Source: an optimization exercise on an open RTL-to-GDS flow (aim: small area, a short achievable clock period and few clock cycles per item). Production flows keep margins and buffers that such runs may drop. No functional check of the RTL was part of this run. Power and IR drop assume default switching activity.

### flow/run.sh
#!/bin/bash
# Standard layout, with timing repair aimed at a tighter setup margin.
set -o pipefail
bash standard.sh SETUP_SLACK_MARGIN=10 finish > layout.log 2>&1
### standard.sh
#!/bin/bash
# synth_recipe.tcl (not shown) runs the flow's synth.tcl, then flattens the netlist and writes it again
# the make line also repeats each setting of config.mk as NAME=value (left out here)
make -C /OpenROAD-flow-scripts/flow DESIGN_CONFIG=/design/flow/config.mk WORK_HOME=/design/flow/orfs CLKGATE_MAP_FILE= SYNTH_SCRIPT=/design/flow/synth_recipe.tcl "${@:-finish}"
### config.mk
export PLATFORM = sky130hd
export DESIGN_NAME = qarea
export DESIGN_NICKNAME = qarea
export VERILOG_FILES = /design/flow/design.v
export SDC_FILE = /design/flow/constraint.sdc
export NUM_CORES = 4
export LEC_CHECK = 0
export CAP_MARGIN = 20
export CORE_MARGIN = 2
export CORE_UTILIZATION = 40
export PLACE_DENSITY = 0.6
export SLEW_MARGIN = 20
### constraint.sdc
create_clock -name core_clock -period 15.0 [get_ports {clk}]
set_input_delay 3.0000 -clock core_clock [delete_from_list [all_inputs] [get_ports {clk}]]
set_output_delay 3.0000 -clock core_clock [all_outputs]
set_load 0.01 [all_outputs]
### design.v
module qarea (
    input  wire        clk,
    input  wire        rst,
    input  wire        in_valid,
    output wire        in_ready,
    input  wire [33:0] in_h,
    input  wire [32:0] in_d,
    input  wire [33:0] in_dy,
    input  wire [32:0] in_ua,
    input  wire [32:0] in_ub,
    output reg         out_valid,
    output reg  [24:0] out_q,
    output reg         out_part
);
    reg st_idle, st_p1, st_c0, st_c1, st_c2, st_mul, st_div, st_out;
    reg        first;        
    reg [4:0]  cnt;
    reg [1:0]  kcls;         
    reg [33:0] h;
    reg [33:0] dy;
    reg [34:0] dr;           
    reg [34:0] uar;          
    reg [6:0]  w;            
    reg [8:0]  wsh;          
    reg [46:0] A;
    reg [45:0] T;
    reg        aovf, asgn;
    reg [66:0] B;
    reg [93:0] R;
    reg        cmp, flat;
    reg        f_hile0, f_logeM, f_higtM, f_loneg;
    assign in_ready = st_idle | st_out;
    wire [32:0] D   = dr[32:0];                  
    wire [46:0] M   = {8'd0, D, 6'd0};
    wire [33:0] s   = dy[33] ? (~dy + 34'd1) : dy;
    wire [2:0] tD = dr[34:32];
    wire [2:0] tU = uar[34:32];
    wire [2:0] tW = wsh[8:6];
    wire [2:0] tG = T[45:43];
    wire oneD = tD[1] ^ tD[0], twoD = tD[2] ? ~(tD[1] | tD[0]) : (tD[1] & tD[0]), negD = tD[2];
    wire oneU = tU[1] ^ tU[0], twoU = tU[2] ? ~(tU[1] | tU[0]) : (tU[1] & tU[0]), negU = tU[2];
    wire oneW = tW[1] ^ tW[0], twoW = tW[2] ? ~(tW[1] | tW[0]) : (tW[1] & tW[0]), negW = tW[2];
    wire oneG = tG[1] ^ tG[0], twoG = tG[2] ? ~(tG[1] | tG[0]) : (tG[1] & tG[0]), negG = tG[2];
    wire [46:0] hx  = {{13{h[33]}}, h};
    wire [46:0] dyx = {{13{dy[33]}}, dy};
    wire [46:0] bh  = ((oneD ? hx  : 47'd0) | (twoD ? {hx[45:0], 1'b0}  : 47'd0)) ^ {47{negD}};
    wire [46:0] bu  = ((oneU ? dyx : 47'd0) | (twoU ? {dyx[45:0], 1'b0} : 47'd0)) ^ {47{negU}};
    wire [45:0] bw  = ((oneW ? dyx[45:0] : 46'd0) | (twoW ? {dyx[44:0], 1'b0} : 46'd0)) ^ {46{negW}};
    wire [1:0] fcase = {f_higtM, f_loneg};    
    reg  [46:0] x1, x2, x3;
    reg         cin;
    always @(*) begin
        x1 = A; x2 = {T[45], T}; x3 = 47'd0; cin = 1'b0;
        if (st_p1) begin
            x1 = {A[44:0], 1'b0, negD};
            x2 = bh;
            x3 = bu;
            cin = negU;
        end else if (st_c2) begin
            case (fcase)
                2'd0: begin x1 = A; x2 = {T[45], T}; end
                2'd1: begin x1 = {T[45], T}; x2 = 47'd0; end
                2'd2: begin x1 = M; x2 = ~A; cin = 1'b1; end
                default: begin x1 = {T, 1'b0}; x2 = ~M; cin = 1'b1; end
            endcase
        end
    end
    wire [46:0] asum = x1 + x2 + x3 + {46'd0, cin};
    wire [45:0] tsum = {T[43:0], 2'b00} + bw + {45'd0, negW};
    wire [43:0] mc   = st_p1 ? {{10{dy[33]}}, dy} : {2'd0, A[41:0]};
    wire        oneR = st_p1 ? oneD : oneG;
    wire        twoR = st_p1 ? twoD : twoG;
    wire        negR = st_p1 ? (negD ^ dy[33]) : negG;
    wire [81:0] mext = {{38{mc[43]}}, mc};
    wire [81:0] bm   = ((oneR ? mext : 82'd0) | (twoR ? {mext[80:0], 1'b0} : 82'd0)) ^ {82{negR}};
    wire [81:0] xv   = st_div ? R[92:11] : R[91:10];
    wire [81:0] yv   = st_div ? {1'b1, ~B, 14'h3FFF} : bm;
    wire [82:0] rs   = {1'b0, xv} + {st_div, yv} + {82'd0, st_div | negR};
    wire        take = ~rs[82];
    wire [93:0] rnext = st_div ? (take ? {rs[81:0], R[10:0], 1'b1} : {R[92:0], 1'b0})
                               : {rs[81:0], R[9:0], 2'b00};
    wire        rem_nz = (R[93:26] != 68'd0);
    wire        up   = ~flat & R[0] & (rem_nz | R[1]);
    wire [24:0] full = {w, 18'd0};
    wire [24:0] qr   = R[25:1];
    wire [24:0] res  = cmp ? (full + ~qr + {24'd0, ~up}) : (qr + {24'd0, up});
    wire        part = (res != 25'd0) && (res != full);
    wire        in_k0 = (in_d[32:8] == 25'd0);
    wire        in_k1 = (in_d[32:16] == 17'd0);
    wire [6:0]  hcl   = h[33] ? 7'd0 : (h[32:6] != 27'd0) ? 7'd64 : {1'b0, h[5:0]};
    wire        accept = in_valid & in_ready;
    wire        isflat = (dy == 34'd0);
    always @(posedge clk) begin
        if (rst) begin
            st_idle <= 1'b1; st_p1 <= 1'b0; st_c0 <= 1'b0; st_c1 <= 1'b0;
            st_c2 <= 1'b0; st_mul <= 1'b0; st_div <= 1'b0; st_out <= 1'b0;
            out_valid <= 1'b0;
        end else begin
            out_valid <= 1'b0;
            if (st_out) begin
                out_q     <= res;
                out_part  <= part;
                out_valid <= 1'b1;
                st_out    <= 1'b0;
                st_idle   <= 1'b1;
            end
            if (accept) begin
                st_idle <= 1'b0;
                st_out  <= 1'b0;
                st_p1   <= 1'b1;
                first   <= 1'b1;
                h    <= in_h;
                dy   <= in_dy;
                w    <= in_ub[6:0] - in_ua[6:0];
                wsh  <= {1'b0, in_ub[6:0] - in_ua[6:0], 1'b0};
                A    <= 47'd0;
                T    <= 46'd0;
                R    <= 94'd0;
                aovf <= 1'b0;
                cmp  <= 1'b0;
                flat <= 1'b0;
                if (in_k0) begin
                    kcls <= 2'd0;
                    dr   <= {in_d[9:0], 25'd0};
                    uar  <= {in_ua[9:0], 25'd0};
                    cnt  <= 5'd4;
                end else if (in_k1) begin
                    kcls <= 2'd1;
                    dr   <= {in_d[17:0], 17'd0};
                    uar  <= {in_ua[17:0], 17'd0};
                    cnt  <= 5'd8;
                end else begin
                    kcls <= 2'd2;
                    dr   <= {1'b0, in_d, 1'b0};
                    uar  <= {1'b0, in_ua, 1'b0};
                    cnt  <= 5'd16;
                end
            end
            if (st_p1) begin
                first <= 1'b0;
                if (first && isflat) begin
                    flat   <= 1'b1;
                    A      <= {39'd0, hcl, 1'b0};
                    T      <= {1'b0, w, 1'b0, 37'd0};
                    cnt    <= 5'd3;
                    st_p1  <= 1'b0;
                    st_mul <= 1'b1;
                end else begin
                    dr  <= {dr[32:0], dr[34:33]};
                    uar <= {uar[32:0], 2'b00};
                    A   <= asum;
                    if (!aovf && (asum[46:43] != 4'b0000) && (asum[46:43] != 4'b1111)) begin
                        aovf <= 1'b1;
                        asgn <= asum[46];
                    end
                    R   <= rnext;
                    if (cnt < 5'd4) begin
                        T   <= tsum;
                        wsh <= {wsh[6:0], 2'b00};
                    end
                    cnt <= cnt - 5'd1;
                    if (cnt == 5'd0) begin
                        st_p1 <= 1'b0;
                        st_c0 <= 1'b1;
                    end
                end
            end
            if (st_c0) begin
                B     <= R[78:12];
                R     <= 94'd0;
                st_c0 <= 1'b0;
                if (aovf) begin
                    cmp    <= ~asgn;
                    st_out <= 1'b1;
                end else begin
                    if (dy[33]) begin
                        A <= asum;
                        T <= A[45:0];
                    end else begin
                        T <= asum[45:0];
                    end
                    st_c1 <= 1'b1;
                end
            end
            if (st_c1) begin
                st_c1   <= 1'b0;
                f_loneg <= A[46];
                f_logeM <= ~A[46] & ((A[45:39] != 7'd0) | (A[38:0] >= M[38:0]));
                f_higtM <= ~T[45] & ((T[44:39] != 6'd0) | (T[38:0] >  M[38:0]));
                f_hile0 <= T[45] | (T == 46'd0);
                st_c2   <= 1'b1;
            end
            if (st_c2) begin
                st_c2 <= 1'b0;
                if (f_hile0) begin
                    st_out <= 1'b1;                  
                end else if (f_logeM) begin
                    cmp    <= 1'b1;                  
                    st_out <= 1'b1;
                end else begin
                    A      <= asum;
                    st_mul <= 1'b1;
                    case (fcase)
                        2'd0: begin              
                            T   <= {1'b0, w, 1'b0, 37'd0};
                            cnt <= 5'd3;
                            B   <= {34'd0, D};
                        end
                        2'd3: begin              
                            T   <= {1'b0, 7'd64, 1'b0, 37'd0};
                            cnt <= 5'd3;
                            B   <= {33'd0, s};
                        end
                        default: begin           
                            cmp <= fcase[1];
                            case (kcls)
                                2'd0:    begin T <= {2'b00, asum[13:0], 1'b0, 29'd0}; cnt <= 5'd7;  end
                                2'd1:    begin T <= {2'b00, asum[21:0], 1'b0, 21'd0}; cnt <= 5'd11; end
                                default: begin T <= {1'b0,  asum[38:0], 1'b0, 5'd0};  cnt <= 5'd19; end
                            endcase
                        end
                    endcase
                end
            end
            if (st_mul) begin
                R   <= rnext;
                T   <= {T[43:0], 2'b00};
                cnt <= cnt - 5'd1;
                if (cnt == 5'd0) begin
                    st_mul <= 1'b0;
                    if (flat) st_out <= 1'b1;
                    else begin
                        cnt    <= 5'd25;
                        st_div <= 1'b1;
                    end
                end
            end
            if (st_div) begin
                R   <= rnext;
                cnt <= cnt - 5'd1;
                if (cnt == 5'd0) begin
                    st_div <= 1'b0;
                    st_out <= 1'b1;
                end
            end
        end
    end
endmodule
==> run notes <==
power groups by stage:
stage	Clock [µW]	Sequential [µW]	Combinational, µW
after floorplan	0	1830	3430
after global placement	0	2040	4700
after detailed placement	0	2040	4720
after CTS	1580	2020	5750
after global routing	1620	2060	7020
final	1570	2050	6620
final cells by class:
class                      instances  share of cell area, %
timing repair inverter             4                 0.0696
antenna                            2                0.00870
multi-input combinational       4420                   57.9
clock inverter                    43                  0.994
clock buffer                      61                   2.58
timing repair buffer             496                   9.70
tap                             1512                   3.29
inverter                         230                   1.58
sequential                       459                   23.8
worst max-delay path, delay by kind of cell (launching register included):
kind                       cells  cell delay [ns]
buffers and inverters          5             0.76
DFF                            1             0.48
and+or+nand+nor                5             0.95
AOI/OAI and AO/OA             12             2.38
adders and majority gates      3             0.86
muxes                          2             0.43
xor gates and xnor gates       1             0.15
sequential cells by signal, indices dropped and copies added (netlist names), 5 cells and up:
name and count:
R 94, B 67, A 47, T 46, dr 35, uar 35, dy 34, h 34
out_q 25, wsh 9, w 7, cnt 5
cells in the mapped netlist, drive strengths merged (19+ instances only):
library cell / instances / area, µm²
nand2: 602 / 2260
a21oi: 534 / 2670
o21ai: 481 / 2410
edfxtp: 450 / 13500
nor2: 368 / 1400
clkbuf: 348 / 1310
ha: 268 / 3350
xnor2: 245 / 2150
inv: 229 / 860
a22oi: 168 / 1260
mux2i: 166 / 1660
xor2: 142 / 1240
nand3: 121 / 606
buf: 98 / 442
a21o: 94 / 706
a221oi: 84 / 761
nor3: 82 / 415
mux2: 80 / 901
nand4: 72 / 450
nor4: 69 / 438
a211oi: 67 / 503
a31oi: 61 / 382
o211ai: 57 / 428
a221o: 55 / 551
o22ai: 53 / 332
fa: 50 / 1000
nand2b: 43 / 269
o221ai: 43 / 377
a22o: 38 / 333
o21bai: 38 / 285
o31ai: 36 / 270
nor2b: 28 / 175
and3: 26 / 163
o21a: 26 / 195
or2: 20 / 125
or3: 19 / 119
stage by stage:
step / utilization, % / cell area (µm²) / setup WS, ns / hold slack [ns] / power, µW
after floorplan: - / 46500 / 6.57 / 0.393 / 5260
after global placement: 42.8 / 48900 / 6.96 / 0.404 / 6740
after detailed placement: 42.8 / 48900 / 6.93 / 0.405 / 6760
after CTS: 48.7 / 55600 / 8.79 / 0.415 / 9350
after global routing: 50.4 / 57500 / 8.59 / 0.422 / 10700
final: 50.4 / 57500 / 8.75 / 0.418 / 10200
placed cells by master (no fill, tap or decap), types with 76 or more instances in the layout:
cell type        count
nand2_1            558
a21oi_1            467
edfxtp_1           450
nor2_1             334
o21ai_0            315
xnor2_1            219
ha_1               203
inv_1              200
buf_4              180
clkdlybuf4s50_1    170
mux2i_1            158
xor2_1             132
a22oi_1            118
nand3_1            113
o21ai_1            101
a21o_1              94
mux2_2              76
metal layers:
layer,vias up,part of all wire (%),global-route usage [%]
met5,-,0,0
met4,0,6.7,19.0
met3,547,9.2,6.00
met2,2550,45,51.1
met1,22700,39,42.0
li1,21000,-,-
worst max-delay path by stage:
| stage | startpoint | to | cells past startpoint |
|---|---|---|---|
| floorplan | rst | A[0] | 1 |
| global placement | dr[34] | R[89] | 25 |
| detailed placement | dr[34] | R[89] | 25 |
| CTS | dr[32] | R[46] | 27 |
| global route | dr[32] | R[87] | 31 |
| finish | T[44] | R[87] | 28 |
cells by family after synthesis:
group	after synthesis	share of synthesized area, %
AO/OA/AOI/OAI	1943	27.1
XOR/XNOR	387	7.38
adder cells (fa/ha/maj)	318	9.48
buffers and inverters	676	5.68
flip-flops	459	29.8
multiplexers	246	5.58
AND/OR/NAND/NOR	1514	15.0
what timing repair did:
item	4_1_cts	5_1_grt
pin swaps	123	171
resized for setup	589	303
hold buffers	0	0
endpoints found under the setup margin	589	347
gates cloned	34	9
setup buffers	142	64
==> run notes <==
status=complete, no violations; R2R depth=28; Final nets=6157; DR iter-0 viols=5427; register area=13700 µm²; number of port buffers=171; r2r startpoint=T[44]; Multi-input gate area=33300 µm²; sequential element share of the synthesized area=29.8%; # DRC=0; initial antenna violation count=2; Die Width=343 µm; Final Hold Vio Count=0; clk root buf=clkbuf_16; worst-path fanout max=5; Worst Hold Launch=st_c1; row cnt=124; Max Buffers Root-to-Sink=3; number of global-route vias before repair=43700; Filler Cell Count=10700; die height=343 µm; first-pass GRT wire length=289 mm; Comb power frac=64.6%; CP max-delay cell=edfxtp_1; Critical Path AT=6.69 ns; largest net degree at the start of global routing=86; share of layout cells above drive strength 1=19.1%; crit-path max cell delay=0.48 ns; wire per inst=28.0 µm; Synth Flop Type=edfxtp_1; total clock sinks=459; Worst VDD drop=0.105 mV; Hold Path Class=reg2reg; H-tree levels=2; Int Pwr=5440 µW; Worst Path Required=15.43 ns; f_max=0.160 GHz; hold path endpoint=st_c1; Clock power frac=15.3%; Worst R2R End=R[87]; Leak Pwr=0.0213 µW; CTS tree=done; DP HPWL=138 mm; Worst Path Class, Setup=reg2reg; Final setup violation count=0; gr ovfl total=0; FF+latch count, synth=459; die area=118000 µm²; Max Cap Viol=0; Post-synth ARST share=0%; Critical Path Source Type=register; part of the power in registers=20.1%; Syn Inst Count=5543; NetSw=4800 µW; Final Non-Filler Cells=7227; Reg clk slew, reported paths=0.06 ns; Clock Latency Late Sink=0.70 ns; final worst path period need=6.25 ns; Pre-antenna DRT Iters=6; Fin Clk Skew=0.0428 ns; Netlist cell types=87; Synth Warn #=1; Max Slew Vio Count=0; EDFF count, synth=450; max_slew headroom=20.0%; dpl cells=6872; RSZ-0062 raised after global routing=true; final antenna-violating net count=0; core region area=114000 µm²; Slew @ Worst Pin=1.19 ns; DRT Wirelength=202 mm; # IOs=198; Via density=6.48; Sw Share=46.9%; Pwr Density=178 nW/µm²; via count=46800; Avg Inst Size Synth=8.29 µm²; gpl congestion=1.00; Num CTS Buffers=58; setup TNS=0 ns; r2r setup slk=8.75 ns; crit share post-route=41.7%; hold path cells=1; Initial Util=40.2%; Mapped Nets=6031; area added between synthesis and finish=25.2%; crit end category=register; GRT Util Overall=32.6%; Synth Cell Area=46000 µm²

what the ideal ports hide:
The flow's constraints put no driver on any port. The routed layout listed below was extracted and timed again, unchanged, in two steps.
Step 1 assumes that a clkbuf_16 drives the clock port and a buf_2 every other input.
Step 2 also shifts input and output timing later by t, the mid clock arrival at the registers, as if the neighbouring blocks saw the same clock.
Three values: no drivers, after step 1, after step 2; two values: the first two.
t, ns: 0.759
setup slack, ns: 8.748 / 8.748 / 8.748
worst setup path at the end: register to register
After both steps setup and hold are still met in this run. The setup slack of this run moves by 0.000 ns with the drivers and by 0.000 ns with both steps.
